What follows belongs to an exercise in optimizing a design on an open flow for small area, a short achievable clock period and few clock cycles per item; a production flow would make more cautious choices.
In this exercise RTL edits were held to simulation tests only and were not proved equivalent to the original.
Power and IR drop assume default switching activity.

==> flow/design.v (excerpt) <==
module tangram_fpu (
    input  wire        clk,
    input  wire        rst,         
    input  wire        in_valid,
    output wire        in_ready,
    input  wire [3:0]  in_fn,       
    input  wire [31:0] in_a,
    input  wire [31:0] in_b,
    input  wire [1:0]  in_frm,      
    input  wire        in_ftz,
    output reg         out_valid,
    input  wire        out_ready,
    output reg  [31:0] out_result,
    output reg  [3:0]  out_flags    
);
    localparam [3:0] FN_FADD = 4'h0, FN_FSUB = 4'h1, FN_FMUL = 4'h2,
                     FN_FMIN = 4'h6, FN_FMAX = 4'h7, FN_FABS = 4'h8,
                     FN_FNEG = 4'h9, FN_FEQ  = 4'hA, FN_FLT  = 4'hB,
                     FN_FLE  = 4'hC;
    localparam [31:0] QNAN = 32'h7FC0_0000;
    reg  k_valid;                  
    reg  rdy;                      
    wire en = !k_valid;            
    assign in_ready = rdy;
    reg        v0;
    reg [3:0]  fn0;
    reg [31:0] a0, b0;
    reg [1:0]  rm0;
    reg        ftz0;
    reg        a_hid, b_hid;           
    always @(posedge clk) begin
        if (en) begin
            fn0 <= in_fn; a0 <= in_a; b0 <= in_b; rm0 <= in_frm; ftz0 <= in_ftz;
            a_hid <= |in_a[30:23]; b_hid <= |in_b[30:23];
        end
        if (rst)     v0 <= 1'b0;
        else if (en) v0 <= in_valid;
    end
    wire [7:0]  ea = a0[30:23], eb = b0[30:23];
    wire [22:0] fa = a0[22:0],  fb = b0[22:0];
    wire a_ez = !a_hid, a_emax = ea == 8'hFF, a_fz = fa == 23'd0;
    wire b_ez = !b_hid, b_emax = eb == 8'hFF, b_fz = fb == 23'd0;
    wire na = a_emax && !a_fz, nb = b_emax && !b_fz;
    wire sna = na && !fa[22], snb = nb && !fb[22];
    wire ia = a_emax && a_fz, ib = b_emax && b_fz;
    wire za = a_ez && (a_fz || ftz0), zb = b_ez && (b_fz || ftz0);
    wire sa = a0[31], sb = b0[31];
    wire [23:0] ma = {a_hid, fa};
    wire [23:0] mb = {b_hid, fb};
    wire [7:0]  bea = a_ez ? 8'd1 : ea;           
    wire [7:0]  beb = b_ez ? 8'd1 : eb;
    wire any_nan = na || nb, any_snan = sna || snb;
    wire raw_lt = a0[30:0] < b0[30:0];
    wire raw_eq = a0[30:0] == b0[30:0];
  ...
For scale: roughly 5,800 cells after synthesis, about 330 flip-flops, about 110 I/O pins, about 0.042 mm^2 of cells after synthesis.
Settings: LEC_CHECK=0, ABC_AREA=1, CAP_MARGIN=20, CORE_MARGIN=2, CORE_UTILIZATION=65, PLACE_DENSITY=0.85, SLEW_MARGIN=20; clock period 26.0 ns.
standard.sh (not shown) runs the stock make flow with config.mk's settings and CLKGATE_MAP_FILE= SYNTH_SCRIPT=/design/flow/synth_recipe.tcl, a recipe that flattens the netlist after the stock synthesis.
==> flow/flow/run.sh <==
#!/bin/bash
# The standard layout, with the port buffers that buffer_ports inserts made
# sky130_fd_sc_hd__buf_2 instead of its default pick (a delay buffer).
set -euo pipefail
export BUFFER_PORTS_ARGS="-buffer_cell sky130_fd_sc_hd__buf_2"
bash standard.sh > standard.log 2>&1
Testbench counts at the start, summed over its fixed seeds: cycles 16,032, items 16,000.
Edit:
- PLACE_DENSITY: 0.85 -> not set
Effect:
- The changed run finished with timing, DRC and antenna clean
- wire length goes up by 4.3%
- non-clock buffer count goes up by 3
- cell count is about the same
- via count hardly moves
- utilization goes up by 0.14 points
Edit:
- SLEW_MARGIN: 20 -> 60
Effect: The changed run finished clean. Core utilization came out higher by 0.63 points. Cell area increases by about 0.9%. Power rose by 0.35%.

tangram_fpu, a different RTL version from the one above (not shown whole).
Size: about 5,600 cells after synthesis, roughly 110 I/O pins.
// tangram_fpu
module tangram_fpu (
    input  wire        clk,
    input  wire        rst,         
    input  wire        in_valid,
    output wire        in_ready,
    input  wire [3:0]  in_fn,       
    input  wire [31:0] in_a,
    input  wire [31:0] in_b,
    input  wire [1:0]  in_frm,      
    input  wire        in_ftz,
    output reg         out_valid,
    input  wire        out_ready,
    output reg  [31:0] out_result,
    output reg  [3:0]  out_flags    
);
export LEC_CHECK = 0
export ABC_AREA = 1
export CAP_MARGIN = 20
export CORE_MARGIN = 2
export CORE_UTILIZATION = 65
export SLEW_MARGIN = 20
create_clock -name core_clock -period 26.0 [get_ports {clk}]
Scripts as last shown in full above: flow/flow/run.sh
The first run finished clean.
Testbench counts at the start, summed over its fixed seeds: cycles 16,040, items 16,000.
Next try:
==> flow/run.sh (new file) <==
#!/bin/bash
# synth_recipe.tcl (not shown) runs the flow's synth.tcl, then flattens the netlist and writes it again
# the make line also repeats each setting of config.mk as NAME=value (left out here)
make -C /OpenROAD-flow-scripts/flow DESIGN_CONFIG=/design/flow/config.mk WORK_HOME=/design/flow/orfs CLKGATE_MAP_FILE= SYNTH_SCRIPT=/design/flow/synth_recipe.tcl finish
--- a/flow/config.mk
+++ b/flow/config.mk
@@ -11 +11 @@
-export CORE_UTILIZATION = 65
+export CORE_UTILIZATION = 50
removed: flow/flow/run.sh
removed: flow/standard.sh
Effect: Synthesized area is unchanged; final area grows by 2.1%; total power barely changes; worst setup slack is worse by 0.37 ns; worst hold slack degrades by 0.0054 ns; final cell count came out higher by 3.7%; critical path depth stays the same; clock-buffer cell count went up by 8.
Next try:
==> flow/flow/run.sh (new file) <==
#!/bin/bash
# The standard layout, with the port buffers that buffer_ports inserts made
# sky130_fd_sc_hd__buf_2 instead of its default pick (a delay buffer).
set -euo pipefail
export BUFFER_PORTS_ARGS="-buffer_cell sky130_fd_sc_hd__buf_2"
bash standard.sh > standard.log 2>&1
==> flow/standard.sh (new file) <==
#!/bin/bash
# synth_recipe.tcl (not shown) runs the flow's synth.tcl, then flattens the netlist and writes it again
# the make line also repeats each setting of config.mk as NAME=value (left out here)
make -C /OpenROAD-flow-scripts/flow DESIGN_CONFIG=/design/flow/config.mk WORK_HOME=/design/flow/orfs CLKGATE_MAP_FILE= SYNTH_SCRIPT=/design/flow/synth_recipe.tcl "${@:-finish}"
removed: flow/run.sh
Outcome: Worst setup slack gets better by 0.30 ns; final area drops by 1.0%; first-iteration DRC count climbs by 4.2%; combinational power hardly moves.

Another version of the RTL of tangram_fpu (not shown whole).
Size: roughly 5500 cells after synthesis, roughly 330 flip-flops, ~110 I/O pins, ~41000 µm² of cells after synthesis.
==> flow/design.v (excerpt) <==
module tangram_fpu (
    input  wire        clk,
    input  wire        rst,         
    input  wire        in_valid,
    output wire        in_ready,
    input  wire [3:0]  in_fn,       
    input  wire [31:0] in_a,
    input  wire [31:0] in_b,
    input  wire [1:0]  in_frm,      
    input  wire        in_ftz,
    output reg         out_valid,
    input  wire        out_ready,
    output reg  [31:0] out_result,
    output reg  [3:0]  out_flags    
);
    localparam [3:0] FN_FADD = 4'h0, FN_FSUB = 4'h1, FN_FMUL = 4'h2,
                     FN_FMIN = 4'h6, FN_FMAX = 4'h7, FN_FABS = 4'h8,
                     FN_FNEG = 4'h9, FN_FEQ  = 4'hA, FN_FLT  = 4'hB,
                     FN_FLE  = 4'hC;
    localparam [31:0] QNAN = 32'h7FC0_0000;
    reg  k_valid;                  
    reg  rdy;                      
    wire en = !k_valid;            
    assign in_ready = rdy;
    reg        v0;
    reg [3:0]  fn0;
    reg [31:0] a0, b0;
    reg [1:0]  rm0;
    reg        ftz0;
    reg        a_hid, b_hid;           
    always @(posedge clk) begin
        if (en) begin
            fn0 <= in_fn; a0 <= in_a; b0 <= in_b; rm0 <= in_frm; ftz0 <= in_ftz;
            a_hid <= |in_a[30:23]; b_hid <= |in_b[30:23];
        end
  ...
clock: 26.0 ns
lec_check: 0
abc_area: 1
cap_margin: 20
core_margin: 2
core_utilization: 65
slew_margin: 60
==> flow/flow/run.sh <==
#!/bin/bash
# The standard layout, with the port buffers that buffer_ports inserts made
# sky130_fd_sc_hd__buf_2 instead of its default pick (a delay buffer).
set -euo pipefail
export BUFFER_PORTS_ARGS="-buffer_cell sky130_fd_sc_hd__buf_2"
bash standard.sh > standard.log 2>&1
Testbench counts at the start, summed over its fixed seeds: cycles 16,032, items 16,000.
Edit:
--- a/flow/config.mk
+++ b/flow/config.mk
@@ -11,2 +11,2 @@
 export CORE_UTILIZATION = 65
-export SLEW_MARGIN = 60
+export SLEW_MARGIN = 20
The changed run produced a clean layout.
Synthesized area is unchanged.
Design area shrinks by 0.76%.
Cell count is about the same.
Wire length stays flat.
Non-clock buffer count shrinks by 11.
Die area is unchanged.
Worst hold slack loses 0.0039 ns.
Critical path depth rose by 25.
Clock skew shrinks by 0.0030 ns.

-- re-timing with driven ports --
No port has a modelled driver above. Below, the same layouts with a new extraction and two added sets of constraints.
Step 1 assumes that a clkbuf_16 drives the clock port and a buf_2 every other input.
Step 2 adds t to the input delays and takes it off the output delays; t is the mean of the earliest and latest rising clock arrival at the registers after step 1. Input paths then give back, and output paths get back, about the clock's delay inside the block.
a / b / c = ideal / step 1 / step 2; a / b = the first two.
run	t (ns)	setup WS [ns]	hold WS [ns]	latest minus earliest clock arrival (ns)	worst data-port slew with drivers (ns)
the first run of note 1	0.665	19.540 / 19.540 / 19.540	0.417 / 0.417 / 0.417	0.032 / 0.033	0.05
the second run of note 1	0.676	19.659 / 19.588 / 19.666	0.420 / 0.420 / 0.420	0.049 / 0.048	0.05
the third run of note 1	0.667	19.669 / 19.599 / 19.830	0.419 / 0.419 / 0.419	0.037 / 0.037	0.05
the first run of note 2	0.678	19.666 / 19.601 / 19.759	0.417 / 0.417 / 0.417	0.031 / 0.031	0.04
the second run of note 2	0.693	19.297 / 19.227 / 19.438	0.412 / 0.412 / 0.412	0.030 / 0.030	0.05
the third run of note 2	0.697	19.595 / 19.524 / 19.778	0.414 / 0.414 / 0.414	0.040 / 0.040	0.05
the first run of note 3	0.665	19.681 / 19.609 / 19.856	0.426 / 0.426 / 0.426	0.044 / 0.045	0.06
the second run of note 3	0.679	19.444 / 19.444 / 19.444	0.422 / 0.422 / 0.422	0.041 / 0.042	0.06
After both steps setup and hold are still met in every run listed.
